This is an optimization exercise on Yosys and OpenROAD, whose aim is small area, a short achievable clock period and few clock cycles, not a production implementation.
At most, simulation tests tie the RTL to the original design; equivalence was not proved.
Only the layout flow was run in runs 4 to 6; the RTL was not checked for function there.
Power is estimated from default activity; no workload was simulated.

[flow/standard.sh]
#!/bin/bash
# synth_recipe.tcl (not shown) runs the flow's synth.tcl, then flattens the netlist and writes it again
# the make line also repeats each setting of config.mk as NAME=value (left out here)
make -C /OpenROAD-flow-scripts/flow DESIGN_CONFIG=/design/flow/config.mk WORK_HOME=/design/flow/orfs CLKGATE_MAP_FILE= SYNTH_SCRIPT=/design/flow/synth_recipe.tcl "${@:-finish}"
[flow/flow/run.sh]
#!/bin/bash
# The standard layout, with timing repair aimed at a shorter period than the
# clock's: repair_timing treats any path with less than 7 ns of slack at the
# 10 ns clock as failing. Constraints and clock are the design's own.
set -euo pipefail
bash standard.sh finish SETUP_SLACK_MARGIN=7 > flow_make.log 2>&1
[flow/config.mk]
export PLATFORM = sky130hd
export DESIGN_NAME = hive_div
export DESIGN_NICKNAME = hive_div
export VERILOG_FILES = /design/flow/design.v
export SDC_FILE = /design/flow/constraint.sdc
export NUM_CORES = 4
export LEC_CHECK = 0
export CAP_MARGIN = 20
export CORE_MARGIN = 2
export CORE_UTILIZATION = 40
export PLACE_DENSITY = 0.6
export SLEW_MARGIN = 20
[flow/design.v]
module hive_div (
    input  wire        clk,
    input  wire        rst,
    input  wire        in_valid,
    output wire        in_ready,
    input  wire [1:0]  in_op,
    input  wire [31:0] in_a,
    input  wire [31:0] in_b,
    output reg         out_valid,
    output wire [31:0] out_result
);
    reg        rdy;                  
    reg        p1, p2, it, fx;
    reg        sgn, is_mod, sa, sb;  
    reg        nsb, ee;              
    reg [31:0] R;                    
    reg [31:0] Q;                    
    reg [32:0] D;                    
    reg [4:0]  cnt;
    reg        last, one, dsh;       
    reg        inv_f, frc_f, cfx_f, xfx_f, fxw, dv_f;
    reg        cin, frc_x, xinv;     
    assign in_ready   = rdy;
    assign out_result = Q;
    function [5:0] msb;
        input [31:0] x;
        reg [15:0] v1; reg [15:0] p1_;
        reg [7:0]  v2; reg [15:0] p2_;
        reg [3:0]  v3; reg [11:0] p3_;
        reg [1:0]  v4; reg [7:0]  p4_;
        integer i;
        begin
            for (i = 0; i < 16; i = i + 1) begin
                v1[i]  = x[2*i+1] | x[2*i];
                p1_[i] = x[2*i+1];
            end
            for (i = 0; i < 8; i = i + 1) begin
                v2[i]        = v1[2*i+1] | v1[2*i];
                p2_[2*i+:2]  = v1[2*i+1] ? {1'b1, p1_[2*i+1]} : {1'b0, p1_[2*i]};
            end
            for (i = 0; i < 4; i = i + 1) begin
                v3[i]        = v2[2*i+1] | v2[2*i];
                p3_[3*i+:3]  = v2[2*i+1] ? {1'b1, p2_[4*i+2+:2]} : {1'b0, p2_[4*i+:2]};
            end
            for (i = 0; i < 2; i = i + 1) begin
                v4[i]        = v3[2*i+1] | v3[2*i];
                p4_[4*i+:4]  = v3[2*i+1] ? {1'b1, p3_[6*i+3+:3]} : {1'b0, p3_[6*i+:3]};
            end
            msb = {v4[1] | v4[0], v4[1] ? {1'b1, p4_[7:4]} : {1'b0, p4_[3:0]}};
        end
    endfunction
    wire        e      = sa && sb;
    wire        sdiff  = sa ^ sb;
    wire [31:0] ax     = ee ? {~R[30:0], 1'b1} : R;
    wire [5:0]  ma     = msb(ax);
    wire [5:0]  mb     = msb(~D[31:0]);
    wire [5:0]  nd     = {1'b0, ma[4:0]} - {1'b0, mb[4:0]};    
    wire        a_zero = (R == 32'd0) && !sa;
    wire        d_ones = (D[31:0] == 32'hFFFF_FFFF);          
    wire        b_zero = d_ones && !sb;
    wire        ovf    = d_ones && sb && (R == 32'h8000_0000);
    wire        spec   = b_zero || ovf;
    wire        zr     = spec || a_zero;
    wire        skip   = nd[5] || !ma[5] || zr;
    wire        addb   = sdiff && !zr;   
    wire [31:0] spec_q = is_mod ? 32'd0 :
                         ovf ? 32'h7FFF_FFFF :
                         !sgn ? 32'hFFFF_FFFF :
                         sa ? 32'h8000_0000 : 32'h7FFF_FFFF;
    wire        fill   = nsb;
    wire [32:0] s0     = D;
    wire [32:0] s1     = cnt[0] ? {s0[31:0], fill}        : s0;
    wire [32:0] s2     = cnt[1] ? {s1[30:0], {2{fill}}}   : s1;
    wire [32:0] s3     = cnt[2] ? {s2[28:0], {4{fill}}}   : s2;
    wire [32:0] s4     = cnt[3] ? {s3[24:0], {8{fill}}}   : s3;
    wire [32:0] Dsh    = cnt[4] ? {s4[16:0], {16{fill}}}  : s4;
    wire [32:0] Y      = D | {33{frc_x}};
    wire [34:0] sum_c  = {2'b00, R, 1'b1} + {1'b0, Y, cin};    
    wire        fits   = sum_c[34];
    wire [31:0] X      = sum_c[32:1] ^ {32{xinv}};
    always @(posedge clk) begin
        if (rst) begin
            rdy       <= 1'b1;
            p1        <= 1'b0;
            p2        <= 1'b0;
            it        <= 1'b0;
            fx        <= 1'b0;
            out_valid <= 1'b0;
        end else begin
            out_valid <= fx;
            if (rdy) begin
                fx  <= 1'b0;
                if (in_valid) begin
                    rdy <= 1'b0;
                    p1  <= 1'b1;
                end
            end
            if (p1) begin
                p1 <= 1'b0;
                if (skip) begin
                    fx  <= 1'b1;
                    rdy <= 1'b1;
                end else begin
                    p2  <= 1'b1;
                end
            end
            if (p2) begin
                p2 <= 1'b0;
                it <= 1'b1;
            end
            if ((p2 && last || it && one) && dv_f) begin
                fx  <= 1'b1;
                rdy <= 1'b1;
            end
            if (it && last) begin
                it  <= 1'b0;
                if (!dv_f) begin
                    fx  <= 1'b1;
                    rdy <= 1'b1;
                end
            end
        end
        if (p2 || (it && fits))
            R <= X;
        if (rdy) begin
            R       <= in_a ^ {32{!in_op[0] && in_a[31] && !in_b[31]}};
            D       <= {1'b1, in_b ^ {32{!(!in_op[0] && in_b[31])}}};
            sgn     <= !in_op[0];
            is_mod  <= in_op[1];
            sa      <= !in_op[0] && in_a[31];
            sb      <= !in_op[0] && in_b[31];
            nsb     <= !(!in_op[0] && in_b[31]);
            ee      <= !in_op[0] && in_a[31] && in_b[31];
        end
        if (p2)
            D <= Dsh;
        if (dsh)
            D <= {D[32], D[32:1]};
        if (p1)
            Q <= spec ? spec_q : {32{addb}};
        if (it)
            Q <= {Q[30:0], fits ^ inv_f};
        if (fx && fxw)
            Q <= X;
        if (p1) begin
            cnt   <= nd[4:0];
            last  <= (nd[4:0] == 5'd0);
            one   <= (nd[4:0] == 5'd1);
            inv_f <= sdiff;
            frc_f <= is_mod && (sa == sb);
            cfx_f <= !(sa && sb);
            xfx_f <= sa;
            fxw   <= is_mod && !spec;
            dv_f  <= !is_mod;
            frc_x <= !skip || !addb;
            cin   <= skip ? (!addb || sa) : !sb;
            xinv  <= skip ? (addb && sa) : e;
        end
        dsh <= !rst && (p2 ? !last : (it && !last && !one));
        if (p2) begin
            frc_x <= 1'b0;
            xinv  <= 1'b0;
        end
        if (it) begin
            if (!last) begin
                cnt  <= cnt - 5'd1;
                last <= one;
                one  <= (cnt == 5'd2);
            end
            else begin
                frc_x <= frc_f;
                cin   <= cfx_f;
                xinv  <= xfx_f;
            end
        end
    end
endmodule
[flow/constraint.sdc]
create_clock -name core_clock -period 10.0 [get_ports {clk}]
set_input_delay 2.0000 -clock core_clock [delete_from_list [all_inputs] [get_ports {clk}]]
set_output_delay 2.0000 -clock core_clock [all_outputs]
set_load 0.01 [all_outputs]
==> reports/metrics.csv, run 1 <==
stage;metric;value;unit
outcome;status;timing/DRC/antenna clean;
synth;multiplexer share of the synthesized area;11.5;%
timing;Finish-stage setup viols;0;
floorplan;Die Y;172;um
drt;Pre-Repair DR Iteration Count;6;
synth;Simple-Gate Fraction of Synth Area;16.8;%
finish;post-layout instance area;15400;um^2
critical_path;max incr delay on CP;480;ps
synth;Post-Synth Adder-Cell Area;4.76;%
power;Tot Pwr;5.95;mW
job;Max Cap Violations;0;
critical_path;Slowest-stage cell, CP;edfxtp_1;
clock_network;Worst-path clk slew;60;ps
timing;max frequency;263;MHz
worst_hold_path;Worst Hold Depth;1;
finish;diode count;0;
placed_design;PortBufs;102;
drt;post-route ant nets;0;
worst_hold_path;hold_sp;frc_f$_DFFE_PP_;
drt;vias;10914;
timing;Final Max Slew Viols;0;
critical_path;crit-path cells;buf_4, buf_6, buf_6, or2_4, ha_4, nand4_1, nor4b_2, o21ai_2, a21boi_2, a21oi_4, o31ai_4, a31oi_4, o31ai_4, buf_6, clkbuf_16;
critical_path;Worst Reg-to-Reg Cells;15;
drt;Vias/cell;5.91;
finish;Post-Layout Cell Count;1846;
global_route;Congestion Overflow GR;0;
global_route;first-pass GRT wire length;57.6;mm
critical_path;crit-path max FO;8;
synth;ys async rst share;0;%
clock_network;Worst-Skew Late Latency;440;ps
finish;ratio of cells with drive above 1 in the final layout;30.7;%
critical_path;CP endpoint kind;flip-flop;
placed_design;Final GP Congestion;0.883;
critical_path;most used cell, CP;buf_6;
critical_path;Crit Path Class;reg -> reg;
synth;Synth Area in Compound Gates;20.4;%
placed_design;dpl cells;1697;
synth;main combinational cell family by area after synthesis;compound AO/OA/AOI/OAI gates;
timing;Worst Tran Pin Value;1060;ps
power;leakage;6.02;nW
placed_design;DP HPWL;24.9;mm
finish;Area growth syn-to-layout;35.6;%
global_route;largest net degree at the start of global routing;74;
synth;Synth area leader;edfxtp_1;
floorplan;die width;172;um
finish;Multi-input gate area;8340;um^2
floorplan;Initial Utilization;40.7;%
critical_path;Crit path required time;10150;ps
critical_path;Buf/Inv on CP;5;
synth;post-synth top area share;28.8;%
worst_hold_path;Hold Path Class;reg -> reg;
synth;sequential area share after synthesis;31.8;%
timing;hold violation count in the final report;0;
placed_design;DP Area;13000;um^2
power;pwr/cell area;386;nW/um^2
floorplan;Core Region;27900;um^2
clock_network;CTS tree;yes;
critical_path;worst r2r src;D[11]$_DFFE_PP_;
critical_path;startpoint class of the critical path;flip-flop;
timing;Clock Skews;13.0;ps
floorplan;io pins;103;
drt;Routed WL per cell;21.0;um
finish;Fillers;2499;
global_route;Total GRT Usage;25.3;%
floorplan;die area;29700;um^2
clock_network;Sink Count;126;
global_route;initial antenna violation count;0;
clock_network;CTS H-Tree Depth;4;
timing;slew margin rel.;29.6;%
synth;Yosys warnings;1;
critical_path;Crit path depth;15;
clock_network;total CTS buffers;17;
timing;Tmin final;3800;ps
clock_network;clk buf depth;2;
synth;Syn Nets;1405;
synth;Post-synth EDFFs;109;
timing;Sum Neg Setup Slack;0;ps
critical_path;Critical Path Source;D[11]$_DFFE_PP_;
synth;Post-Synth XOR/XNOR Area;9.65;%
drt;drt initial violations;1107;
drt;DRC;0;
finish;number of nets in the layout;1566;
synth;post-synthesis register bit count;126;
synth;synth top area cells;edfxtp_1 (29%), xnor2_1 (6.4%), mux4_2 (6.2%), nand2_1 (5.3%), a21oi_1 (4.5%);
synth;Netlist cell types;74;
synth;Syn Inst Count;1294;
synth;Mapped Area;11300;um^2
finish;Storage cell area;3620;um^2
timing;Final period util;38.0;%
synth;Avg Inst Size Synth;8.77;um^2
power;Worst VDD drop;0.168;mV
synth;ys flop type;edfxtp_1;
clock_network;clk root buf;clkbuf_16;
critical_path;worst endpoint data arrival time;3950;ps
finish;Util after Layout;55.3;%
drt;Routed Wire Length;38.9;mm
floorplan;# rows;61;
global_route;vias in the first global route;10342;
timing;RSZ-0062 raised after global routing;yes;
critical_path;Top delay family on crit path;compound AO/OA/AOI/OAI gates;
cells in the mapped netlist, types with 6 or more instances:
library cell and n:
or2_2 37, inv_1 53, nor2b_1 14, edfxtp_1 109, a21oi_1 103, o211ai_1 14, o31ai_1 6, and2_1 7
dfxtp_1 17, nor3_1 14, a211o_1 6, mux2i_1 43, nor2_1 92, nand4_1 23, xnor2_1 83, nand2_1 159
buf_2 10, a31oi_1 11, nor4_1 7, buf_1 12, a211oi_1 33, a21o_1 17, clkbuf_1 70, mux2_2 16
nand3_1 20, and3_1 11, xor2_1 42, o21ai_0 82, mux4_2 31, ha_1 40, a22oi_1 31, a21boi_0 6
layer usage:
metal	vias up	global-route usage, %	routed length [um]
met3	69	3.94	2670
met2	445	40.3	18200
li1	5091	-	-
met1	5309	35.2	17000
met5	-	0	0
met4	0	8.11	1040
where the power goes:
part	internal, mW	switching [mW]
logic	1.92	2.27
clock network	0.361	0.280
registers	0.840	0.277
total	3.12	2.83
flip-flops by register name, indices dropped and copies added, names as in the netlist, 5 cells and up:
register and flops:
Q 32, cnt 5, D 33, R 32
stage by stage:
stage / worst slack, ps / hold slack, ps
after floorplan: 6310 / 418
final: 6200 / 452
after detailed placement: 5830 / 435
after global routing: 6080 / 465
after CTS: 6380 / 453
after global placement: 5870 / 432
repair_timing:
action                     in CTS  in global routing
gates resized for setup       240                 91
cloned                          5                  4
pin swaps                      49                 75
setup buffers                  64                 44
hold buffers                    0                  0
setup endpoints to repair     166                142
placed cells by master (no fill, tap or decap), types with 8 or more instances in the layout:
cell             Yosys  layout
o21ai_0             82      59
clkbuf_16            0      22
inv_1               53      50
edfxtp_1           109     109
a21oi_1            103      91
nand2_1            159     153
xnor2_2              0      38
ha_4                 0      13
dfxtp_1             17      11
nand4_1             23      23
or2_2               37      31
a21oi_2              1       8
a22oi_1             31      29
a211oi_2             0      13
mux2i_1             43      43
a211oi_1            33      18
buf_2               10      31
buf_4                1      95
nor2b_1             14       9
o21ai_1              0      15
mux4_2              31      31
xor2_1              42      36
nor2_1              92      91
mux2_2              16      16
xnor2_1             83      42
nand3_1             20      15
buf_6                0      25
and3_1              11       9
nor3_1              14      13
a21o_1              17      17
clkdlybuf4s50_1      0      65
ha_1                40      25
o211ai_1            14      14
worst paths after layout:
check,to,slack [ps]
max,R[28]$_DFFE_PP_,6200
max reg2reg,R[28]$_DFFE_PP_,6200
min,frc_x$_DFF_P_,450
min reg2reg,frc_x$_DFF_P_,450
cells by family (layout without fill, tap and decap cells):
kind of cell,after synthesis,count (layout)
adders and majority gates,42,42
xor gates and xnor gates,125,125
muxes,90,90
and+or+nand+nor,403,403
buffers and inverters,147,321
DFF,126,126
AOI/OAI and AO/OA,361,361
cell type report:
class                      instances  area share, %
multi-input combinational       1021           54.2
clock inverter                    11          0.618
timing repair inverter             1         0.0325
sequential                       126           23.5
clock buffer                      21           3.20
timing repair buffer             234           14.0
inverter                          54           1.38
tap                              378           3.07
Testbench counts, summed over its fixed seeds: cycles 70,102.
==> run 2: changes to the inputs <==
--- a/flow/config.mk
+++ b/flow/config.mk
@@ -7,2 +7,3 @@
 export LEC_CHECK = 0
+export ABC_AREA = 1
 export CAP_MARGIN = 20
==> reports/metrics.csv, run 2 <==
stage;metric;value;unit;change
power;leakage;6.12;nW;+1.6%
finish;ratio of cells with drive above 1 in the final layout;16.2;%;-14 points
finish;Area growth syn-to-layout;23.1;%;
global_route;initial antenna violation count;0;;unchanged
floorplan;Core Region;29700;um^2;+6.7%
clock_network;number of hold buffers added after cts;0;;unchanged
critical_path;Worst R2R End;cin$_DFF_P_;;
critical_path;worst endpoint data arrival time;1020;ps;-2930 ps
timing;Min Hold Slack;445;ps;-7.86 ps
drt;vias;12451;;+14%
worst_hold_path;Hold Path Class;reg -> reg;;
synth;ys flop type;edfxtp_1;;
power;pwr/cell area;344;nW/um^2;-11%
timing;Tmin final;3020;ps;-775 ps
global_route;vias in the first global route;11286;;+9.1%
worst_hold_path;Worst Hold Depth;2;;+1
synth;ys async rst share;0;%;unchanged
timing;max frequency;331;MHz;+26%
placed_design;DP HPWL;31.2;mm;+25%
floorplan;die width;178;um;+3.1%
synth;Avg Inst Size Synth;6.97;um^2;-21%
drt;Vias/cell;5.51;;-6.9%
critical_path;Worst Reg-to-Reg Cells;17;;+2
clock_network;clk root buf;clkbuf_16;;
clock_network;CTS H-Tree Depth;4;;unchanged
drt;post-route ant nets;0;;unchanged
clock_network;Worst-path clk slew;60;ps;about the same
global_route;largest net degree at the start of global routing;62;;-16%
drt;DRC;0;;unchanged
critical_path;Worst R2R Setup Slack;7060;ps;+860 ps
finish;biggest regs;D: 33 flops, Q: 32 flops, R: 32 flops;;
critical_path;crit-path cells;buf_2;;
synth;synth top area cells;edfxtp_1 (27%), nand2_1 (17%), o21ai_0 (7.4%), xor2_1 (5.7%), a21oi_1 (4.8%);;
worst_hold_path;hold_sp;frc_f$_DFFE_PP_;;
finish;Fillers;2960;;+18%
critical_path;Buf/Inv on CP;1;;-4
clock_network;clk buf depth;2;;unchanged
timing;Finish-stage setup viols;0;;unchanged
placed_design;PortBufs;102;;unchanged
finish;Storage cell area;3620;um^2;unchanged
synth;Post-synth top cells;nand2_1 (542), o21ai_0 (178), inv_1 (137), nor2_1 (131), a21oi_1 (116);;
synth;post-synth top area share;27.1;%;-1.8 points
synth;most common cell in the synthesized netlist;nand2_1;;
finish;Multi-input gate area;7910;um^2;-5.1%
floorplan;die area;31600;um^2;+6.3%
timing;Final Max Slew Viols;0;;unchanged
outcome;status;timing/DRC/antenna clean;;
critical_path;Top delay family on crit path;flip-flops;;
timing;Clock Skews;19.6;ps;+6.60 ps
critical_path;crit-path max FO;2;;-6
timing;hold violation count in the final report;0;;unchanged
clock_network;Sink Count;126;;unchanged
critical_path;Slowest-stage cell, CP;edfxtp_1;;
synth;sequential area share after synthesis;29.9;%;-1.9 points
finish;commonest non-fill, non-tap cell in the layout;nand2_1;;
finish;max FFs per register;33;;unchanged
critical_path;startpoint class of the critical path;flip-flop;;
synth;Netlist cell types;53;;-28%
synth;Synth area leader;edfxtp_1;;
critical_path;worst r2r src;ee$_DFFE_PP_;;
global_route;Congestion Overflow GR;0;;unchanged
drt;drt initial violations;1307;;+18%
critical_path;CP endpoint kind;output port;;
job;Max Cap Violations;0;;unchanged
floorplan;Initial Utilization;40.7;%;-0.081 points
finish;diode count;0;;unchanged
power;Worst VDD drop;0.152;mV;-9.4%
global_route;Total GRT Usage;27.2;%;+1.9 points
synth;Mapped Area;12100;um^2;+6.5%
floorplan;io pins;103;;unchanged
synth;Syn Inst Count;1733;;+34%
finish;commonest cells after routing, fill and taps aside;nand2_1 (523), o21ai_0 (155), inv_1 (125);;
floorplan;Die Y;178;um;+3.1%
drt;Pre-Repair DR Iteration Count;6;;unchanged
timing;Worst Tran Pin Value;968;ps;-87.9 ps
clock_network;Worst-Skew Late Latency;450;ps;about the same
synth;Syn Nets;1844;;+31%
synth;Post-synth EDFFs;109;;unchanged
finish;largest reg by FF count;D;;
drt;Routed WL per cell;19.2;um;-9.0%
finish;number of nets in the layout;1969;;+26%
clock_network;CTS tree;yes;;
drt;Routed Wire Length;43.3;mm;+11%
timing;Final period util;30.2;%;-7.7 points
clock_network;total CTS buffers;17;;unchanged
global_route;first-pass GRT wire length;65.0;mm;+13%
critical_path;max incr delay on CP;420;ps;-60 ps
placed_design;Final GP Congestion;0.937;;+6.1%
timing;RSZ-0062 raised after global routing;yes;;
floorplan;# rows;63;;+3.3%
worst_hold_path;hold endpoint;frc_x$_DFF_P_;;
synth;Yosys warnings;1;;unchanged
timing;Sum Neg Setup Slack;0;ps;unchanged
critical_path;Crit path required time;8000;ps;-2150 ps
critical_path;Crit Path Class;reg -> out;;
timing;slew margin rel.;35.4;%;+5.8 points
synth;post-synthesis register bit count;126;;unchanged
## run 2: changes by cell type in the layout (fill, tap and decap cells not counted), sizes merged, moves of 27 or more
| cell | previous run | this run |
|---|---|---|
| nand2 | 159 | 554 |
| o21ai | 82 | 192 |
| inv | 58 | 143 |
| nand3 | 20 | 75 |
| buf | 163 | 110 |
| xnor2 | 83 | 33 |
| nor2 | 92 | 141 |
| a21oi | 104 | 149 |
| xor2 | 42 | 78 |
| a211oi | 33 | 2 |
| mux2i | 43 | 12 |
| mux4 | 31 | 0 |
| a22oi | 31 | 2 |
| or2 | 37 | 10 |
## run 2: area by class of cell
| class | count | share of cell area [%] |
|---|---|---|
| Inverter | 148 | 3.85 |
| Tap cell | 390 | 3.28 |
| Timing Repair inverter | 1 | 0.0505 |
| Multi-Input combinational cell | 1386 | 53.2 |
| Clock buffer | 17 | 2.86 |
| Clock inverter | 15 | 1.80 |
| Timing Repair Buffer | 178 | 10.6 |
| Sequential cell | 126 | 24.4 |
## run 2: where the power goes
part / leakage, nW / total, mW / internal (mW) / switching [mW]
logic: 4.56 / 3.37 / 1.14 / 2.22
clock network: 0.327 / 0.756 / 0.492 / 0.264
registers: 1.23 / 0.997 / 0.805 / 0.192
## run 2: logic make-up (layout without fill, tap and decap cells)
logic type               count (synthesis)  after routing  synth area share (%)
AO/OA/AOI/OAI                          403            403                  20.8
adder cells (fa/ha/maj)                 42             42                  4.47
buffers and inverters                  224            359                  7.74
AND/OR/NAND/NOR                        815            818                  28.0
multiplexers                            12             12                 0.994
flip-flops                             126            126                  29.9
XOR/XNOR                               111            111                  8.05
## run 2: worst max-delay path by stage
stage                    from         endpoint  slack, ps  cells past startpoint
3_3_place_gp         in_op[0]  R[10]$_DFFE_PP_       5830                      6
5_1_grt          ee$_DFFE_PP_      cin$_DFF_P_       6880                     17
3_5_place_dp         in_op[0]  R[29]$_DFFE_PP_       5770                      5
4_1_cts        rdy$_SDFF_PP1_         in_ready       6930                      1
2_1_floorplan        in_b[31]  D[10]$_DFFE_PP_       7010                      7
6_report       Q[0]$_DFFE_PP_    out_result[0]       6980                      1
## run 2: per-layer routing
layer  GRT usage [%]  up-vias  routed length (um)  share of wire, %
met5               0        -                   0                 0
met4            6.83        0                 839               1.9
met3            4.61       58                3390               7.8
met2            41.6      502               19200                44
met1            39.6     5815               19900                46
li1                -     6076                   -                 -
## run 2: worst min-delay path: stages, from the launching register on
cell and delay, ps:
edfxtp_1 320, nand2_1 50, nand2_1 50
## run 2: timing repair
| action | in CTS | in global routing |
|---|---|---|
| cloned | 7 | 1 |
| setup endpoints to repair | 166 | 130 |
| pin swaps | 12 | 30 |
| setup buffers | 25 | 31 |
| gates resized for setup | 191 | 96 |
## run 2: stage by stage
step	instances	power [mW]	setup slack (ps)	cell area, um^2	utilization, %
floorplan	1733	3.18	7010	12100	-
global placement	2165	4.04	5830	13400	44.9
detailed placement	2165	4.04	5770	13400	44.9
CTS	2229	4.89	6930	14400	48.4
global route	2261	5.51	6880	14900	50.0
finish	2261	5.12	6980	14900	50.0
==> run 3: changes to the inputs <==
--- a/flow/config.mk
+++ b/flow/config.mk
@@ -10,4 +10,4 @@
 export CORE_MARGIN = 2
-export CORE_UTILIZATION = 40
-export PLACE_DENSITY = 0.6
+export CORE_UTILIZATION = 55
+export PLACE_DENSITY = 0.7
 export SLEW_MARGIN = 20
==> reports/metrics.csv, run 3 <==
stage;metric;value;unit;change
critical_path;Buf/Inv on CP;2;;+1
timing;Tmin final;3070;ps;+49.2 ps
power;Logic pwr share;67.4;%;+1.6 points
critical_path;max incr delay on CP;510;ps;+90 ps
placed_design;PortBufs;102;;unchanged
critical_path;CP endpoint kind;flip-flop;;
placed_design;Final GP Congestion;0.953;;+1.7%
drt;Pre-Repair DR Iteration Count;5;;-1
finish;diode count;0;;unchanged
power;share of power burned in registers;20.1;%;+0.6 points
timing;Sum Neg Setup Slack;0;ps;unchanged
drt;Vias/cell;5.90;;+7.1%
finish;biggest regs;D: 33 flops, Q: 32 flops, R: 32 flops;;
timing;Final Max Slew Viols;0;;unchanged
finish;post-layout instance area;14700;um^2;-0.95%
floorplan;Initial Utilization;55.7;%;+15 points
finish;commonest cells after routing, fill and taps aside;nand2_1 (516), o21ai_0 (158), inv_1 (131);;
critical_path;crit-path max FO;5;;+3
critical_path;Top delay family on crit path;compound AO/OA/AOI/OAI gates;;
synth;Synth area leader;edfxtp_1;;
synth;sequential area share after synthesis;29.9;%;unchanged
synth;Syn Inst Count;1733;;unchanged
critical_path;crit-path cells;buf_6, buf_16, nand2_4, a21oi_4, nand3_4, o21ai_2, nand2_1, nand4_1, o21ai_1, ha_2, fa_2, o21ai_2, xor2_2, nor4_1, nand3_1, o211ai_1;;
synth;post-synthesis register bit count;126;;unchanged
drt;Routed Wire Length;42.6;mm;-1.6%
synth;most common cell in the synthesized netlist;nand2_1;;
synth;post-synth top area share;27.1;%;unchanged
drt;post-route ant nets;0;;unchanged
synth;Syn Nets;1844;;unchanged
synth;ys async rst share;0;%;unchanged
power;leakage;6.11;nW;-0.17%
drt;vias;12678;;+1.8%
critical_path;Slowest-stage cell, CP;edfxtp_1;;
power;pwr/cell area;341;nW/um^2;-0.97%
finish;commonest non-fill, non-tap cell in the layout;nand2_1;;
finish;Area growth syn-to-layout;21.9;%;
clock_network;Sink Count;126;;unchanged
clock_network;CTS tree;yes;;
floorplan;# rows;54;;-14%
finish;Util after Layout;67.9;%;+18 points
synth;Avg Inst Size Synth;6.97;um^2;unchanged
drt;DRC;0;;unchanged
finish;max FFs per register;33;;unchanged
timing;Clock Skews;13.9;ps;-5.72 ps
power;Clock power frac;12.5;%;-2.3 points
power;sw power;2.71;mW;+1.2%
synth;Post-synth top cells;nand2_1 (542), o21ai_0 (178), inv_1 (137), nor2_1 (131), a21oi_1 (116);;
timing;hold violation count in the final report;0;;unchanged
critical_path;Crit path required time;10360;ps;+2360 ps
floorplan;io pins;103;;unchanged
floorplan;die width;152;um;-14%
global_route;first-pass GRT wire length;65.0;mm;about the same
worst_hold_path;Hold Path Class;reg -> reg;;
synth;synth top area cells;edfxtp_1 (27%), nand2_1 (17%), o21ai_0 (7.4%), xor2_1 (5.7%), a21oi_1 (4.8%);;
clock_network;Worst-path clk slew;70;ps;about the same
floorplan;Die Y;152;um;-14%
power;Worst VDD drop;0.184;mV;+21%
critical_path;most used cell, CP;o21ai_2;;
power;Int Power;2.31;mW;-5.3%
synth;Netlist cell types;53;;unchanged
timing;Finish-stage setup viols;0;;unchanged
timing;RSZ-0062 raised after global routing;yes;;
power;Switching Fraction;54.0;%;+1.6 points
clock_network;CTS H-Tree Depth;4;;unchanged
critical_path;worst endpoint data arrival time;3440;ps;+2420 ps
job;Max Cap Violations;0;;unchanged
floorplan;die area;23200;um^2;-27%
outcome;status;timing/DRC/antenna clean;;
global_route;largest net degree at the start of global routing;64;;+3.2%
drt;drt initial violations;1526;;+17%
timing;Worst Tran Pin Value;1070;ps;+100 ps
global_route;Congestion Overflow GR;0;;unchanged
placed_design;DP HPWL;29.3;mm;-6.0%
clock_network;Worst-Skew Late Latency;440;ps;about the same
finish;largest reg by FF count;D;;
finish;Fillers;1870;;-37%
clock_network;clk buf depth;2;;unchanged
timing;max frequency;325;MHz;-1.6%
global_route;initial antenna violation count;0;;unchanged
clock_network;clk root buf;clkbuf_16;;
synth;ys flop type;edfxtp_1;;
finish;number of nets in the layout;1967;;-0.10%
placed_design;DP Area;13200;um^2;-1.1%
synth;Yosys warnings;1;;unchanged
critical_path;startpoint class of the critical path;flip-flop;;
drt;Routed WL per cell;19.8;um;+3.5%
global_route;Total GRT Usage;35.5;%;+8.3 points
floorplan;Core Region;21700;um^2;-27%
clock_network;total CTS buffers;17;;unchanged
timing;Final period util;30.7;%;+0.49 points
global_route;vias in the first global route;11738;;+4.0%
finish;ratio of cells with drive above 1 in the final layout;15.9;%;-0.30 points
critical_path;Crit Path Class;reg -> reg;;
clock_network;number of hold buffers added after cts;0;;unchanged
critical_path;Worst R2R Setup Slack;6930;ps;-130 ps
synth;Mapped Area;12100;um^2;unchanged
timing;slew margin rel.;28.7;%;-6.7 points
synth;Post-synth EDFFs;109;;unchanged
[run 3: cell counts after synthesis]
Identical to the previous run, type by type.
[run 3: worst reg2reg max path, stage by stage, from the launching register on]
cell	delay, ps
edfxtp_1	510
buf_6	180
buf_16	120
nand2_4	60
a21oi_4	220
nand3_4	110
o21ai_2	150
nand2_1	60
nand4_1	110
o21ai_1	90
ha_2	200
fa_2	390
o21ai_2	180
xor2_2	110
nor4_1	260
nand3_1	140
o211ai_1	100
[run 3: path summary, 6_finish.rpt]
kind,from,endpoint,cells past startpoint
max,ee$_DFFE_PP_,last$_DFF_P_,16
min,xfx_f$_DFFE_PP_,xinv$_DFF_P_,2
max reg2reg,ee$_DFFE_PP_,last$_DFF_P_,16
min reg2reg,xfx_f$_DFFE_PP_,xinv$_DFF_P_,2
[run 3: metal layers]
layer  global-route usage [%]  vias to the layer above  share of wire [%]
li1                         -                     6042                  -
met2                     55.3                      631                 45
met4                     10.9                        0                2.8
met3                     7.11                       76                 10
met1                     50.2                     5929                 43
met5                        0                        -                  0
[run 3: kinds of logic after synthesis]
| logic type | count (synthesis) | share of synthesized area, % |
|---|---|---|
| DFF | 126 | 29.9 |
| AOI/OAI and AO/OA | 403 | 20.8 |
| and+or+nand+nor | 815 | 28.0 |
| buffers and inverters | 224 | 7.74 |
| muxes | 12 | 0.994 |
| adders and majority gates | 42 | 4.47 |
| xor gates and xnor gates | 111 | 8.05 |
[run 3: power groups by stage]
| stage | Clock, mW | Combinational [mW] | Sequential [mW] |
|---|---|---|---|
| 2_1_floorplan | 0 | 2.26 | 0.921 |
| 3_3_place_gp | 0 | 2.98 | 1.01 |
| 3_5_place_dp | 0 | 3.00 | 1.01 |
| 4_1_cts | 0.626 | 3.10 | 0.997 |
| 5_1_grt | 0.645 | 3.69 | 1.03 |
| 6_report | 0.630 | 3.39 | 1.01 |
[run 3: layout make-up]
cell class / instances / area (um^2) / area share (%)
multi-input cells: 1386 / 7990 / 54.2
flip-flops and latches: 126 / 3620 / 24.6
repair buffers: 176 / 1630 / 11.1
inverters: 148 / 566 / 3.84
clock buffers: 18 / 429 / 2.91
well taps: 280 / 350 / 2.38
clock inverters: 14 / 134 / 0.909
repair inverters: 1 / 7.51 / 0.0510
[run 3: per-stage QoR]
stage	setup WS (ps)	hold WS [ps]	std cells	total power, mW
after floorplan	7010	419	1733	3.18
after global placement	5910	434	2055	3.99
after detailed placement	5820	432	2055	4.01
after CTS	6940	445	2128	4.73
after global routing	6820	494	2149	5.36
final	6930	446	2149	5.02
[run 3: what timing repair did]
action	CTS	global route
gates resized for setup	189	98
buffers inserted	33	18
setup endpoints to repair	168	110
pin swaps	21	33
gates cloned	8	3
==> run 4: changes to the inputs <==
--- a/flow/design.v
+++ b/flow/design.v
@@ -77,5 +77,24 @@
     wire [32:0] Y      = D | {33{frc_x}};
-    wire [34:0] sum_c  = {2'b00, R, 1'b1} + {1'b0, Y, cin};    
-    wire        fits   = sum_c[34];
-    wire [31:0] X      = sum_c[32:1] ^ {32{xinv}};
+    wire [32:0] ga     = {1'b0, R} & Y;
+    wire [32:0] pa     = {1'b0, R} ^ Y;
+    reg  [32:0] G, P;
+    reg  [32:0] cy;                  
+    integer     i, k;
+    always @(*) begin
+        G = ga; P = pa;
+        G[0] = ga[0] | (pa[0] & cin);
+        for (k = 1; k < 33; k = k * 2)
+            for (i = 2 * k - 1; i < 33; i = i + 2 * k) begin
+                G[i] = G[i] | (P[i] & G[i - k]);
+                P[i] = P[i] & P[i - k];
+            end
+        for (k = 16; k >= 1; k = k / 2)
+            for (i = 3 * k - 1; i < 33; i = i + 2 * k) begin
+                G[i] = G[i] | (P[i] & G[i - k]);
+                P[i] = P[i] & P[i - k];
+            end
+        cy = G;
+    end
+    wire        fits   = cy[32];
+    wire [31:0] X      = (pa[31:0] ^ {cy[30:0], cin}) ^ {32{xinv}};
     always @(posedge clk) begin
--- a/flow/config.mk
+++ b/flow/config.mk
@@ -10,4 +10,4 @@
 export CORE_MARGIN = 2
-export CORE_UTILIZATION = 55
-export PLACE_DENSITY = 0.7
+export CORE_UTILIZATION = 40
+export PLACE_DENSITY = 0.6
 export SLEW_MARGIN = 20
==> reports/metrics.csv, run 4 <==
stage;metric;value;unit;change
synth;post-synth top area share;28.5;%;+1.4 points
worst_hold_path;hold endpoint;xinv$_DFF_P_;;
synth;Post-synth top cells;nand2_1 (551), o21ai_0 (176), inv_1 (135), edfxtp_1 (109), nor2_1 (102);;
drt;Vias/cell;5.25;;-11%
drt;DRC;0;;unchanged
floorplan;die width;173;um;+14%
global_route;initial antenna violation count;0;;unchanged
synth;Post-synth EDFFs;109;;unchanged
critical_path;startpoint class of the critical path;flip-flop;;
timing;Finish-stage setup viols;0;;unchanged
synth;Yosys warnings;1;;unchanged
critical_path;Slowest-stage cell, CP;fa_2;;
placed_design;dpl cells;2043;;-0.58%
power;Worst VDD drop;0.137;mV;-25%
worst_hold_path;hold_sp;xfx_f$_DFFE_PP_;;
critical_path;Top delay family on crit path;simple AND/OR/NAND/NOR gates;;
clock_network;CTS H-Tree Depth;4;;unchanged
synth;main combinational cell family by area after synthesis;simple AND/OR/NAND/NOR gates;;
floorplan;Die Y;173;um;+14%
synth;multiplexer share of the synthesized area;1.31;%;+0.31 points
synth;Synth area leader;edfxtp_1;;
floorplan;die area;30100;um^2;+30%
timing;slew margin rel.;33.6;%;+4.9 points
critical_path;Crit path depth;18;;+2
clock_network;Worst-path clk slew;70;ps;about the same
synth;synth top area cells;edfxtp_1 (29%), nand2_1 (18%), o21ai_0 (7.7%), xor2_1 (5.0%), inv_1 (4.4%);;
floorplan;io pins;103;;unchanged
drt;Pre-Repair DR Iteration Count;7;;+2
synth;Synth Area in Compound Gates;15.0;%;-5.8 points
global_route;Congestion Overflow GR;0;;unchanged
synth;Netlist cell types;49;;-7.5%
synth;Syn Inst Count;1616;;-6.8%
synth;sequential area share after synthesis;31.5;%;+1.6 points
clock_network;total CTS buffers;17;;unchanged
floorplan;# rows;62;;+15%
drt;Routed Wire Length;39.6;mm;-7.0%
global_route;largest net degree at the start of global routing;65;;+1.6%
finish;Util after Layout;52.1;%;-16 points
synth;Simple-Gate Fraction of Synth Area;28.4;%;+0.44 points
timing;Sum Neg Setup Slack;0;ps;unchanged
synth;Mapped Area;11500;um^2;-5.0%
clock_network;clk buf depth;2;;unchanged
drt;vias;11382;;-10%
synth;most common cell in the synthesized netlist;nand2_1;;
floorplan;Initial Utilization;40.3;%;-15 points
timing;Worst Tran Pin Value;995;ps;-73.1 ps
synth;Post-Synth XOR/XNOR Area;8.40;%;+0.35 points
critical_path;Crit path required time;10150;ps;-210 ps
timing;Final Max Slew Viols;0;;unchanged
global_route;Total GRT Usage;24.7;%;-11 points
critical_path;worst endpoint data arrival time;3440;ps;about the same
timing;hold violation count in the final report;0;;unchanged
synth;Syn Nets;1741;;-5.6%
critical_path;Crit Path Class;reg -> reg;;
finish;ratio of cells with drive above 1 in the final layout;21.5;%;+5.5 points
outcome;status;timing/DRC/antenna clean;;
placed_design;Final GP Congestion;0.924;;-3.0%
finish;biggest regs;D: 33 flops, Q: 32 flops, R: 32 flops;;
drt;drt initial violations;1026;;-33%
drt;post-route ant nets;0;;unchanged
synth;ys async rst share;0;%;unchanged
finish;number of nets in the layout;1895;;-3.7%
timing;Tmin final;3290;ps;+215 ps
floorplan;Core Region;28500;um^2;+31%
worst_hold_path;Hold Path Class;reg -> reg;;
critical_path;max incr delay on CP;460;ps;-50 ps
synth;Post-Synth Adder-Cell Area;7.28;%;+2.8 points
clock_network;CTS tree;yes;;
critical_path;Worst Reg-to-Reg Cells;18;;+2
timing;RSZ-0062 raised after global routing;yes;;
critical_path;crit-path max FO;6;;+1
finish;Fillers;2795;;+49%
global_route;first-pass GRT wire length;58.4;mm;-10%
synth;post-synthesis register bit count;126;;unchanged
timing;max frequency;304;MHz;-6.5%
power;leakage;6.39;nW;+4.7%
critical_path;crit-path cells;buf_4, nor2_1, inv_1, ha_1, nand2_1, nand2_1, nand3_1, nand2_1, nand2_1, nand2_1, o21bai_4, inv_2, o21bai_4, a21oi_2, fa_2, xnor2_2, nand2_1, o21ai_1;;
timing;Final period util;32.9;%;+2.1 points
synth;ys flop type;edfxtp_1;;
finish;largest reg by FF count;D;;
worst_hold_path;Worst Hold Depth;2;;unchanged
power;pwr/cell area;353;nW/um^2;+3.5%
critical_path;Worst R2R Setup Slack;6710;ps;-210 ps
drt;Routed WL per cell;18.3;um;-7.7%
critical_path;Buf/Inv on CP;3;;+1
finish;Area growth syn-to-layout;29.4;%;
placed_design;DP HPWL;27.1;mm;-7.4%
finish;max FFs per register;33;;unchanged
clock_network;clk root buf;clkbuf_16;;
clock_network;Sink Count;126;;unchanged
critical_path;most used cell, CP;nand2_1;;
job;Max Cap Violations;0;;unchanged
finish;commonest non-fill, non-tap cell in the layout;nand2_1;;
finish;diode count;0;;unchanged
timing;Clock Skews;16.4;ps;+2.46 ps
synth;Avg Inst Size Synth;7.10;um^2;+1.9%
finish;Post-Layout Cell Count;2167;;+0.84%
critical_path;worst r2r src;frc_x$_DFF_P_;;
finish;commonest cells after routing, fill and taps aside;nand2_1 (515), o21ai_0 (154), inv_1 (122);;
placed_design;PortBufs;102;;unchanged
global_route;vias in the first global route;10500;;-11%
critical_path;Worst R2R End;R[30]$_DFFE_PP_;;
critical_path;CP endpoint kind;flip-flop;;
clock_network;Worst-Skew Late Latency;440;ps;about the same
run 4: stage by stage:
stage | setup slack (ps) | total power [mW] | hold WS, ps | cell area (um^2)
final | 6710 | 5.24 | 448 | 14800
after global routing | 6600 | 5.64 | 465 | 14800
after CTS | 6760 | 4.78 | 458 | 13900
after detailed placement | 5740 | 3.93 | 442 | 12800
after global placement | 5760 | 3.90 | 434 | 12800
after floorplan | 6890 | 3.12 | 419 | 11600
run 4: power by group:
| group | internal (mW) | leakage (nW) | total, mW | switching (mW) |
|---|---|---|---|---|
| sequential | 0.835 | 1.23 | 1.09 | 0.260 |
| clock | 0.343 | 0.286 | 0.633 | 0.290 |
| combinational | 1.41 | 4.87 | 3.52 | 2.11 |
| total | 2.59 | 6.39 | 5.24 | 2.66 |
run 4: what timing repair did:
item	4_1_cts	5_1_grt
gates cloned	4	8
buffers inserted	46	34
resized for setup	199	139
hold buffers	0	0
pin swaps	37	68
endpoints found under the setup margin	170	113
run 4: cells by family after synthesis:
logic type               Yosys count
buffers and inverters            217
multiplexers                      15
adder cells (fa/ha/maj)           56
AO/OA/AOI/OAI                    307
XOR/XNOR                         110
flip-flops                       126
AND/OR/NAND/NOR                  785
run 4: cell type report:
type	count	area [um^2]	share of cell area (%)
clock buffers	19	454	3.06
clock inverters	13	114	0.767
inverters	140	548	3.69
multi-input cells	1273	7640	51.5
flip-flops and latches	126	3620	24.4
well taps	384	480	3.24
repair buffers	210	1970	13.3
repair inverters	2	12.5	0.0843
run 4: worst register-to-register path: cells and delay by family (launching register included):
family / cells / cell delay, ps
AOI/OAI and AO/OA: 4 / 540
xor gates and xnor gates: 1 / 150
adders and majority gates: 2 / 670
buffers and inverters: 3 / 340
DFF: 1 / 390
and+or+nand+nor: 8 / 920
run 4: per-layer routing:
metal / wire length (um) / share of wire, % / GRT usage [%]
met1: 17900 / 45 / 34.2
met2: 18500 / 47 / 40.9
met3: 2340 / 5.9 / 3.11
met4: 946 / 2.4 / 6.71
met5: 0 / 0 / 0
run 4: worst max-delay path by stage:
stage	start	end	slack (ps)
2_1_floorplan	frc_x$_DFF_P_	R[30]$_DFFE_PP_	6890
3_3_place_gp	in_b[31]	D[24]$_DFFE_PP_	5760
3_5_place_dp	in_b[31]	D[24]$_DFFE_PP_	5740
4_1_cts	D[0]$_DFFE_PP_	R[30]$_DFFE_PP_	6760
5_1_grt	frc_x$_DFF_P_	R[30]$_DFFE_PP_	6600
6_report	frc_x$_DFF_P_	R[30]$_DFFE_PP_	6710
==> run 5: changes to the inputs <==
==> flow/flow/run.sh (replaced) <==
#!/bin/bash
# The standard layout, with timing repair aimed at a shorter period than the
# clock's: repair_timing treats any path with less than 7.2 ns of slack at the
# 10 ns clock as failing. Constraints and clock are the design's own.
set -euo pipefail
bash standard.sh finish SETUP_SLACK_MARGIN=7.2 > flow_make.log 2>&1
==> reports/metrics.csv, run 5 <==
stage;metric;value;unit;change
finish;max FFs per register;33;;unchanged
drt;Routed Wire Length;41.1;mm;+3.7%
global_route;first-pass GRT wire length;60.8;mm;+4.1%
placed_design;Final GP Congestion;0.916;;-0.88%
power;leakage;6.62;nW;+3.6%
drt;Pre-Repair DR Iteration Count;7;;unchanged
synth;ys async rst share;0;%;unchanged
critical_path;Slowest-stage cell, CP;edfxtp_1;;
drt;Routed met2 length;19.3;mm;+4.2%
synth;Netlist cell types;49;;unchanged
synth;Post-synth top cells;nand2_1 (551), o21ai_0 (176), inv_1 (135), edfxtp_1 (109), nor2_1 (102);;
synth;ys flop type;edfxtp_1;;
timing;Finish-stage setup viols;0;;unchanged
finish;diode count;0;;unchanged
critical_path;CP endpoint kind;flip-flop;;
timing;Worst Tran Pin Value;986;ps;-8.09 ps
global_route;Total GRT Usage;25.9;%;+1.1 points
finish;Area growth syn-to-layout;34.5;%;
power;pwr/cell area;364;nW/um^2;+3.1%
timing;Final Max Slew Viols;0;;unchanged
synth;post-synthesis register bit count;126;;unchanged
floorplan;# rows;62;;unchanged
critical_path;most used cell, CP;fa_2;;
synth;Syn Inst Count;1616;;unchanged
drt;vias;11688;;+2.7%
timing;Sum Neg Setup Slack;0;ps;unchanged
clock_network;clk root buf;clkbuf_16;;
finish;number of nets in the layout;1915;;+1.1%
placed_design;DP HPWL;26.9;mm;-0.90%
synth;Avg Inst Size Synth;7.10;um^2;unchanged
synth;Yosys warnings;1;;unchanged
clock_network;CTS H-Tree Depth;4;;unchanged
timing;hold violation count in the final report;0;;unchanged
synth;Syn Nets;1741;;unchanged
clock_network;clk buf depth;2;;unchanged
global_route;Congestion Overflow GR;0;;unchanged
outcome;status;timing/DRC/antenna clean;;
floorplan;Initial Utilization;40.3;%;unchanged
drt;max layer used;met4;;
timing;max frequency;300;MHz;-1.3%
clock_network;total CTS buffers;17;;unchanged
critical_path;crit-path cells;nor2_4, fa_2, inv_2, fa_2, nand2_2, nand2_2, nand3_2, nand3_4, nand2_4, nand2_4, buf_6, a21oi_4, buf_6, fa_2, xnor2_2, nand2_1, o21ai_0;;
timing;slew margin rel.;34.2;%;+0.54 points
timing;Min Hold Slack;447;ps;-0.864 ps
synth;Mapped Area;11500;um^2;unchanged
synth;post-synth top area share;28.5;%;unchanged
drt;post-route ant nets;0;;unchanged
synth;synth top area cells;edfxtp_1 (29%), nand2_1 (18%), o21ai_0 (7.7%), xor2_1 (5.0%), inv_1 (4.4%);;
clock_network;Worst-Skew Late Latency;430;ps;about the same
timing;Tmin final;3330;ps;+41.7 ps
drt;M1 WL;18.4;mm;+2.9%
critical_path;crit-path max FO;3;;-3
drt;Routed WL per cell;18.8;um;+2.7%
synth;Synth area leader;edfxtp_1;;
floorplan;Core Region;28500;um^2;unchanged
finish;biggest regs;D: 33 flops, Q: 32 flops, R: 32 flops;;
clock_network;CTS tree;yes;;
clock_network;Worst-path clk slew;70;ps;about the same
critical_path;Critical Path Source;D[0]$_DFFE_PP_;;
critical_path;startpoint class of the critical path;flip-flop;;
drt;Vias/cell;5.34;;+1.7%
worst_hold_path;hold_sp;frc_f$_DFFE_PP_;;
critical_path;max incr delay on CP;500;ps;+40 ps
clock_network;number of hold buffers added after cts;0;;unchanged
placed_design;PortBufs;102;;unchanged
timing;Clock Skews;14.7;ps;-1.61 ps
floorplan;die width;173;um;unchanged
finish;commonest non-fill, non-tap cell in the layout;nand2_1;;
timing;RSZ-0062 raised after global routing;yes;;
global_route;vias in the first global route;10903;;+3.8%
job;Max Cap Violations;0;;unchanged
power;Worst VDD drop;0.149;mV;+8.1%
critical_path;Crit Path Class;reg -> reg;;
worst_hold_path;Hold Path Class;reg -> reg;;
critical_path;Worst R2R Setup Slack;6670;ps;-40 ps
critical_path;worst r2r src;D[0]$_DFFE_PP_;;
synth;most common cell in the synthesized netlist;nand2_1;;
finish;commonest cells after routing, fill and taps aside;nand2_1 (494), o21ai_0 (136), inv_1 (113);;
floorplan;Die Y;173;um;unchanged
finish;ratio of cells with drive above 1 in the final layout;25.6;%;+4.1 points
drt;drt initial violations;1231;;+20%
global_route;initial antenna violation count;0;;unchanged
finish;largest reg by FF count;D;;
floorplan;die area;30100;um^2;unchanged
timing;Final period util;33.3;%;+0.42 points
synth;Post-synth EDFFs;109;;unchanged
synth;sequential area share after synthesis;31.5;%;unchanged
floorplan;io pins;103;;unchanged
drt;met3 WL post-DR;2.29;mm;-2.2%
critical_path;worst endpoint data arrival time;3460;ps;+20 ps
global_route;largest net degree at the start of global routing;65;;unchanged
critical_path;Crit path required time;10120;ps;-30 ps
clock_network;Sink Count;126;;unchanged
drt;DRC;0;;unchanged
## run 5: cell counts after synthesis
No cell type changed its count.
## run 5: layer usage
| metal | up-vias | GRT usage, % |
|---|---|---|
| met5 | - | 0 |
| met4 | 0 | 8.05 |
| met3 | 75 | 2.74 |
| met2 | 461 | 41.7 |
| met1 | 5502 | 36.6 |
| li1 | 5650 | - |
## run 5: final timing paths
| kind | cells after the start | end |
|---|---|---|
| setup / recovery | 17 | R[20]$_DFFE_PP_ |
| hold / removal | 2 | frc_x$_DFF_P_ |
| setup reg to reg | 17 | R[20]$_DFFE_PP_ |
| hold reg to reg | 2 | frc_x$_DFF_P_ |
## run 5: cell type report
cell class	instances	area, um^2
clock buffers	20	447
clock inverters	12	161
fillers	2721	13000
inverters	140	578
multi-input cells	1276	8000
flip-flops and latches	126	3620
well taps	384	480
repair buffers	226	2140
repair inverters	3	17.5
## run 5: per-stage QoR
stage          cells  utilization, %  cell area, um^2  worst slack [ps]  total power, mW
5_1_grt         2187            54.2            15400              6520             6.02
3_5_place_dp    2041            45.0            12800              5750             3.92
6_report        2187            54.2            15400              6670             5.62
3_3_place_gp    2041            45.0            12800              5780             3.90
4_1_cts         2142            50.8            14500              6720             5.04
2_1_floorplan   1616               -            11700              6910             3.13
## run 5: power by group
part	internal, mW	switching (mW)	total [mW]	leakage, nW
clock	0.402	0.275	0.677	0.287
sequential	0.836	0.291	1.13	1.23
combinational	1.59	2.23	3.82	5.10
## run 5: critical path: cells and delay by family, from the launching register on
| kind | cells | cell delay (ps) |
|---|---|---|
| adder cells (fa/ha/maj) | 3 | 1000 |
| AND/OR/NAND/NOR | 8 | 780 |
| flip-flops | 1 | 500 |
| buffers and inverters | 3 | 300 |
| AO/OA/AOI/OAI | 2 | 270 |
| XOR/XNOR | 1 | 180 |
## run 5: cell families after synthesis
group	count (synthesis)	synth area share, %
AOI/OAI and AO/OA	307	15.0
xor gates and xnor gates	110	8.40
adders and majority gates	56	7.28
buffers and inverters	217	8.06
DFF	126	31.5
muxes	15	1.31
and+or+nand+nor	785	28.4
## run 5: repair_timing
item                       CTS  global route
buffers inserted            62            38
pin swaps                   62            72
setup endpoints to repair  174           168
resized for setup          301           139
gates cloned                 7             7
==> run 6: changes to the inputs <==
--- a/flow/design.v
+++ b/flow/design.v
@@ -20,3 +20,3 @@
     reg        last, one, dsh;       
-    reg        inv_f, frc_f, cfx_f, xfx_f, fxw, dv_f;
+    reg        fxw;                  
     reg        cin, frc_x, xinv;     
@@ -77,24 +77,5 @@
     wire [32:0] Y      = D | {33{frc_x}};
-    wire [32:0] ga     = {1'b0, R} & Y;
-    wire [32:0] pa     = {1'b0, R} ^ Y;
-    reg  [32:0] G, P;
-    reg  [32:0] cy;                  
-    integer     i, k;
-    always @(*) begin
-        G = ga; P = pa;
-        G[0] = ga[0] | (pa[0] & cin);
-        for (k = 1; k < 33; k = k * 2)
-            for (i = 2 * k - 1; i < 33; i = i + 2 * k) begin
-                G[i] = G[i] | (P[i] & G[i - k]);
-                P[i] = P[i] & P[i - k];
-            end
-        for (k = 16; k >= 1; k = k / 2)
-            for (i = 3 * k - 1; i < 33; i = i + 2 * k) begin
-                G[i] = G[i] | (P[i] & G[i - k]);
-                P[i] = P[i] & P[i - k];
-            end
-        cy = G;
-    end
-    wire        fits   = cy[32];
-    wire [31:0] X      = (pa[31:0] ^ {cy[30:0], cin}) ^ {32{xinv}};
+    wire [34:0] sum_c  = {2'b00, R, 1'b1} + {1'b0, Y, cin};    
+    wire        fits   = sum_c[34];
+    wire [31:0] X      = sum_c[32:1] ^ {32{xinv}};
     always @(posedge clk) begin
@@ -129,3 +110,3 @@
             end
-            if ((p2 && last || it && one) && dv_f) begin
+            if ((p2 && cnt == 5'd0 || it && one) && !is_mod) begin
                 fx  <= 1'b1;
@@ -135,3 +116,3 @@
                 it  <= 1'b0;
-                if (!dv_f) begin
+                if (is_mod) begin
                     fx  <= 1'b1;
@@ -160,3 +141,3 @@
         if (it)
-            Q <= {Q[30:0], fits ^ inv_f};
+            Q <= {Q[30:0], fits ^ sdiff};
         if (fx && fxw)
@@ -165,10 +146,3 @@
             cnt   <= nd[4:0];
-            last  <= (nd[4:0] == 5'd0);
-            one   <= (nd[4:0] == 5'd1);
-            inv_f <= sdiff;
-            frc_f <= is_mod && (sa == sb);
-            cfx_f <= !(sa && sb);
-            xfx_f <= sa;
             fxw   <= is_mod && !spec;
-            dv_f  <= !is_mod;
             frc_x <= !skip || !addb;
@@ -177,4 +151,6 @@
         end
-        dsh <= !rst && (p2 ? !last : (it && !last && !one));
+        dsh <= !rst && (p2 ? (cnt != 5'd0) : (it && !last && !one));
         if (p2) begin
+            last  <= (cnt == 5'd0);
+            one   <= (cnt == 5'd1);
             frc_x <= 1'b0;
@@ -189,5 +165,5 @@
             else begin
-                frc_x <= frc_f;
-                cin   <= cfx_f;
-                xinv  <= xfx_f;
+                frc_x <= is_mod && (sa == sb);
+                cin   <= !e;
+                xinv  <= sa;
             end
==> flow/flow/run.sh (replaced) <==
#!/bin/bash
# The standard layout, with timing repair aimed at a shorter period than the
# clock's: repair_timing treats any path with less than 7 ns of slack at the
# 10 ns clock as failing. Constraints and clock are the design's own.
set -euo pipefail
bash standard.sh finish SETUP_SLACK_MARGIN=7 > flow_make.log 2>&1
==> reports/metrics.csv, run 6 <==
stage;metric;value;unit;change
outcome;status;timing/DRC/antenna clean;;
synth;Post-Synth Adder-Cell Area;4.87;%;-2.4 points
synth;ys flop type;edfxtp_1;;
drt;post-route ant nets;0;;unchanged
clock_network;CTS tree;yes;;
synth;most common cell in the synthesized netlist;nand2_1;;
floorplan;io pins;103;;unchanged
clock_network;Worst-Skew Late Latency;440;ps;about the same
finish;commonest cells after routing, fill and taps aside;nand2_1 (494), o21ai_0 (168), nor2_1 (159);;
global_route;largest net degree at the start of global routing;64;;-1.5%
synth;multiplexer share of the synthesized area;1.48;%;+0.17 points
clock_network;Sink Count;121;;-4.0%
critical_path;most used cell, CP;nand2_1;;
finish;Area growth syn-to-layout;21.8;%;
drt;DRC;0;;unchanged
synth;post-synthesis register bit count;121;;-4.0%
critical_path;CP endpoint kind;flip-flop;;
drt;met3 WL post-DR;2.05;mm;-10%
drt;Vias/cell;5.42;;+1.4%
floorplan;die width;174;um;+0.59%
clock_network;number of hold buffers added after cts;0;;unchanged
critical_path;worst endpoint data arrival time;3410;ps;-50 ps
job;Max Cap Violations;0;;unchanged
finish;number of nets in the layout;1948;;+1.7%
finish;diode count;0;;unchanged
finish;post-layout instance area;14100;um^2;-8.4%
critical_path;startpoint class of the critical path;flip-flop;;
clock_network;Worst-path clk slew;60;ps;about the same
placed_design;DP Area;12900;um^2;+0.87%
synth;Synth area leader;edfxtp_1;;
floorplan;Die Y;174;um;+0.59%
floorplan;die area;30400;um^2;+1.2%
critical_path;Crit path required time;10380;ps;+260 ps
drt;Routed Wire Length;40.5;mm;-1.4%
timing;RSZ-0062 raised after global routing;yes;;
finish;max FFs per register;33;;unchanged
synth;Post-synth top cells;nand2_1 (503), o21ai_0 (187), nor2_1 (171), inv_1 (159), edfxtp_1 (104);;
floorplan;Core Region;28600;um^2;+0.55%
power;pwr/cell area;355;nW/um^2;-2.5%
synth;Synth Area in Compound Gates;19.6;%;+4.6 points
synth;Post-Synth XOR/XNOR Area;7.46;%;-0.93 points
finish;biggest regs;D: 33 flops, Q: 32 flops, R: 32 flops;;
global_route;vias in the first global route;11764;;+7.9%
finish;ratio of cells with drive above 1 in the final layout;13.1;%;-12 points
synth;Avg Inst Size Synth;6.73;um^2;-5.2%
critical_path;max incr delay on CP;420;ps;-80 ps
global_route;initial antenna violation count;0;;unchanged
placed_design;Final GP Congestion;0.929;;+1.4%
timing;Final period util;30.3;%;-3.0 points
drt;vias;12096;;+3.5%
finish;Storage cell area;3470;um^2;-4.1%
synth;Syn Nets;1839;;+5.6%
timing;max frequency;330;MHz;+9.8%
finish;commonest non-fill, non-tap cell in the layout;nand2_1;;
worst_hold_path;Hold Path Class;reg -> reg;;
power;Tot Pwr;5.02;mW;-11%
global_route;Congestion Overflow GR;0;;unchanged
synth;Simple-Gate Fraction of Synth Area;28.5;%;about the same
drt;M1 WL;18.3;mm;-0.24%
timing;Worst Tran Pin Value;796;ps;-190 ps
timing;Clock Skews;11.0;ps;-3.78 ps
timing;Sum Neg Setup Slack;0;ps;unchanged
timing;slew margin rel.;46.9;%;+13 points
synth;post-synth top area share;26.9;%;-1.6 points
timing;Tmin final;3030;ps;-297 ps
drt;Routed WL per cell;18.1;um;-3.4%
synth;Yosys warnings;1;;unchanged
synth;Post-synth EDFFs;104;;-4.6%
synth;Mapped Area;11600;um^2;+1.2%
clock_network;clk buf depth;2;;unchanged
power;leakage;5.97;nW;-9.7%
finish;Multi-input gate area;7460;um^2;-6.6%
critical_path;Slowest-stage cell, CP;edfxtp_1;;
clock_network;CTS H-Tree Depth;4;;unchanged
placed_design;DP HPWL;29.8;mm;+11%
drt;drt initial violations;922;;-25%
synth;sequential area share after synthesis;29.8;%;-1.7 points
global_route;first-pass GRT wire length;63.5;mm;+4.6%
critical_path;Crit Path Class;reg -> reg;;
timing;Final Max Slew Viols;0;;unchanged
timing;hold violation count in the final report;0;;unchanged
drt;Routed met2 length;18.7;mm;-2.6%
clock_network;clk root buf;clkbuf_16;;
clock_network;total CTS buffers;17;;unchanged
synth;Syn Inst Count;1726;;+6.8%
drt;max layer used;met4;;
synth;synth top area cells;edfxtp_1 (27%), nand2_1 (16%), o21ai_0 (8.1%), xor2_1 (6.8%), nor2_1 (5.5%);;
synth;ys async rst share;0;%;unchanged
drt;Pre-Repair DR Iteration Count;5;;-2
floorplan;# rows;62;;unchanged
global_route;Total GRT Usage;26.7;%;+0.84 points
placed_design;PortBufs;102;;unchanged
finish;Fillers;2938;;+8.0%
synth;Netlist cell types;57;;+16%
floorplan;Initial Utilization;40.6;%;+0.27 points
power;Worst VDD drop;0.145;mV;-2.1%
timing;Finish-stage setup viols;0;;unchanged
critical_path;crit-path max FO;5;;+2
synth;main combinational cell family by area after synthesis;simple AND/OR/NAND/NOR gates;;
critical_path;crit-path cells;buf_6, buf_6, clkbuf_16, nand2_1, nand2_1, nor2_2, nand2_2, nor2_2, buf_4, a22oi_1, ha_1, a21oi_2, o21ai_1, nor2_1, a21oi_2, buf_4, nand3b_1, nand2_1, nand2_1, a21oi_2;;
finish;largest reg by FF count;D;;
-- run 6: cell types whose count changed after synthesis, sizes merged, moves of 31 or more --
cell	before	now
a21oi	53	132
nand3	51	82
nand2	593	506
nor2	113	176
xnor2	45	9
-- run 6: path summary, 6_finish.rpt --
kind / to / cells past startpoint / slack, ps / from
max: cin$_DFF_P_ / 20 / 6970 / ee$_DFFE_PP_
min: out_valid$_SDFF_PP0_ / 2 / 460 / fx$_SDFF_PP0_
max reg2reg: cin$_DFF_P_ / 20 / 6970 / ee$_DFFE_PP_
min reg2reg: out_valid$_SDFF_PP0_ / 2 / 460 / fx$_SDFF_PP0_
-- run 6: power by group --
group          total, mW  switching, mW  internal [mW]
combinational       3.39           2.21           1.17
sequential          1.00          0.191          0.809
clock              0.638          0.269          0.369
total               5.02           2.67           2.35
-- run 6: kinds of logic (layout without fill, tap and decap cells) --
logic type               after synthesis  count (layout)
AO/OA/AOI/OAI                        395             395
flip-flops                           121             121
XOR/XNOR                              99              99
buffers and inverters                242             361
AND/OR/NAND/NOR                      808             811
multiplexers                          17              17
adder cells (fa/ha/maj)               44              44
-- run 6: repair_timing --
item | CTS | global route
endpoints found under the setup margin | 164 | 97
buffers inserted | 22 | 15
resized for setup | 189 | 58
gates cloned | 7 | 2
pin swaps | 12 | 35
-- run 6: worst max-delay path, delay by kind of cell (launching register included) --
kind,cells,cell delay [ps]
flip-flops,1,420
AND/OR/NAND/NOR,9,810
adder cells (fa/ha/maj),1,370
AO/OA/AOI/OAI,5,610
buffers and inverters,5,740
-- run 6: stage by stage --
stage | utilization (%) | hold WS (ps) | setup WS (ps) | std cells
final | 49.4 | 457 | 6970 | 2232
after global routing | 49.4 | 472 | 6800 | 2232
after CTS | 48.3 | 450 | 6970 | 2215
after detailed placement | 45.2 | 440 | 5640 | 2154
after global placement | 45.2 | 436 | 5730 | 2154
after floorplan | - | 416 | 6850 | 1726
-- run 6: layer usage --
| layer | vias to the layer above | GRT usage [%] |
|---|---|---|
| li1 | 5973 | - |
| met1 | 5640 | 35.0 |
| met2 | 409 | 44.4 |
| met3 | 74 | 3.94 |
| met4 | 0 | 10.2 |
| met5 | - | 0 |
-- run 6: cell type report --
type / count / share of cell area [%]
timing repair inverter: 1 / 0.0531
clock inverter: 13 / 1.02
inverter: 167 / 4.61
timing repair buffer: 161 / 10.6
multi-input combinational: 1366 / 52.8
clock buffer: 19 / 3.06
sequential: 121 / 24.5
tap: 384 / 3.40
==> run 7: changes to the inputs <==
--- a/flow/design.v
+++ b/flow/design.v
@@ -110,3 +110,3 @@
             end
-            if ((p2 && cnt == 5'd0 || it && one) && !is_mod) begin
+            if ((p2 && last || it && one) && !is_mod) begin
                 fx  <= 1'b1;
@@ -146,2 +146,4 @@
             cnt   <= nd[4:0];
+            last  <= (nd[4:0] == 5'd0);
+            one   <= (nd[4:0] == 5'd1);
             fxw   <= is_mod && !spec;
@@ -151,6 +153,4 @@
         end
-        dsh <= !rst && (p2 ? (cnt != 5'd0) : (it && !last && !one));
+        dsh <= !rst && (p2 ? !last : (it && !last && !one));
         if (p2) begin
-            last  <= (cnt == 5'd0);
-            one   <= (cnt == 5'd1);
             frc_x <= 1'b0;
--- a/flow/config.mk
+++ b/flow/config.mk
@@ -11,3 +11,3 @@
 export CORE_UTILIZATION = 40
-export PLACE_DENSITY = 0.6
+export PLACE_DENSITY = 0.5
 export SLEW_MARGIN = 20
==> reports/metrics.csv, run 7 <==
stage;metric;value;unit;change
outcome;status;timing/DRC/antenna clean;;
job;Max Cap Violations;0;;unchanged
finish;Multi-input gate area;7710;um^2;+3.3%
clock_network;clk root buf;clkbuf_16;;
clock_network;Worst-path clk slew;60;ps;about the same
worst_hold_path;hold_sp;fx$_SDFF_PP0_;;
synth;Yosys warnings;1;;unchanged
critical_path;worst r2r src;ee$_DFFE_PP_;;
timing;max frequency;331;MHz;+0.45%
timing;Final Max Slew Viols;0;;unchanged
clock_network;CTS tree;yes;;
finish;largest reg by FF count;D;;
clock_network;total CTS buffers;17;;unchanged
global_route;Congestion Overflow GR;0;;unchanged
critical_path;Worst R2R Setup Slack;7060;ps;+90 ps
finish;Area growth syn-to-layout;22.9;%;
finish;diode count;0;;unchanged
critical_path;Crit path required time;8000;ps;-2380 ps
clock_network;Worst-Skew Late Latency;440;ps;about the same
placed_design;PortBufs;102;;unchanged
synth;ys async rst share;0;%;unchanged
worst_hold_path;Hold Path Class;reg -> reg;;
synth;ys flop type;edfxtp_1;;
finish;ratio of cells with drive above 1 in the final layout;14.6;%;+1.5 points
drt;max layer used;met4;;
finish;post-layout instance area;14400;um^2;+1.7%
timing;hold violation count in the final report;0;;unchanged
finish;number of nets in the layout;1963;;+0.77%
drt;vias;12167;;+0.59%
drt;drt initial violations;932;;+1.1%
placed_design;DP HPWL;31.6;mm;+6.0%
floorplan;Die Y;175;um;+0.42%
placed_design;DP Area;13100;um^2;+1.2%
global_route;vias in the first global route;11540;;-1.9%
timing;Final period util;30.2;%;-0.14 points
drt;Routed met2 length;19.9;mm;+6.2%
timing;RSZ-0062 raised after global routing;yes;;
power;leakage;6.01;nW;+0.68%
drt;Vias/cell;5.41;;-0.17%
synth;post-synthesis register bit count;121;;unchanged
drt;Pre-Repair DR Iteration Count;7;;+2
critical_path;Worst R2R End;last$_DFF_P_;;
critical_path;crit-path cells;buf_6;;
drt;M1 WL;19.8;mm;+7.8%
floorplan;Core Region;28800;um^2;+0.54%
timing;Clock Skews;14.9;ps;+3.96 ps
floorplan;die area;30700;um^2;+0.84%
power;pwr/cell area;365;nW/um^2;+2.8%
clock_network;number of hold buffers added after cts;0;;unchanged
-- run 7: changes by cell type after synthesis, sizes merged, moves of 16 or more --
cell | before | now
nor2 | 176 | 140
xor2 | 90 | 71
nand2 | 506 | 552
xnor2 | 9 | 39
o211ai | 14 | 30
-- run 7: worst min-delay path, delay by kind of cell (launching register included) --
kind          cells  cell delay (ps)
simple gates      1               30
buf+inv           1               50
flops             1              330
-- run 7: final cells by class --
cell class | instances | share of cell area [%]
Timing Repair inverter | 1 | 0.0522
Clock inverter | 13 | 1.06
Timing Repair Buffer | 174 | 10.6
Clock buffer | 19 | 3.01
Sequential cell | 121 | 24.1
Multi-Input combinational cell | 1380 | 53.6
Inverter | 157 | 4.28
Tap cell | 384 | 3.34
-- run 7: timing repair --
action,in CTS,in global routing
endpoints found under the hold margin,0,0
buffers inserted,15,38
cloned,6,1
pin swaps,11,37
endpoints found under the setup margin,171,105
gates resized for setup,182,82
-- run 7: worst max path at each step --
| stage | start | endpoint | slack (ps) | depth (start not counted) |
|---|---|---|---|---|
| after floorplan | in_b[31] | D[23]$_DFFE_PP_ | 6860 | 8 |
| after global placement | in_b[31] | D[23]$_DFFE_PP_ | 5750 | 9 |
| after detailed placement | in_b[31] | D[23]$_DFFE_PP_ | 5700 | 9 |
| after CTS | Q[0]$_DFFE_PP_ | out_result[0] | 6970 | 1 |
| after global routing | ee$_DFFE_PP_ | last$_DFF_P_ | 6940 | 17 |
| final | Q[0]$_DFFE_PP_ | out_result[0] | 6980 | 1 |
-- run 7: layer usage --
layer / up-vias / GRT usage, %
li1: 6035 / -
met1: 5658 / 37.6
met2: 399 / 46.4
met3: 75 / 3.98
met4: 0 / 10.2
met5: - / 0
-- run 7: through the flow --
stage                     total power, mW  cells  hold WS (ps)  util, %
after detailed placement             4.33   2157           439     45.5
after global routing                 5.73   2249           470     50.0
after floorplan                      3.40   1733           416        -
final                                5.26   2249           449     50.0
after global placement               4.34   2157           443     45.5
after CTS                            5.05   2210           448     48.2
-- run 7: cell families (layout without fill, tap and decap cells) --
kind of cell / after synthesis / in the layout / share of synthesized area (%)
AO/OA/AOI/OAI: 407 / 407 / 20.6
XOR/XNOR: 110 / 110 / 8.22
adder cells (fa/ha/maj): 42 / 42 / 4.61
buffers and inverters: 235 / 364 / 8.03
flip-flops: 121 / 121 / 29.6
multiplexers: 11 / 11 / 0.950
AND/OR/NAND/NOR: 807 / 810 / 28.0
-- run 7: power by group --
part           total, mW  internal (mW)  switching, mW
combinational       3.56           1.24           2.32
clock              0.640          0.390          0.250
sequential          1.05          0.813          0.238
total               5.26           2.44           2.81
Testbench counts of run 7, summed over its fixed seeds: cycles 70,102.

Setup slack of run 7, layout unchanged: 6.980 ns with ideal ports, 6.932 ns with driving cells assumed (clock clkbuf_16, inputs buf_2), 6.582 ns with port delays also shifted by the 0.485 ns mid clock arrival.
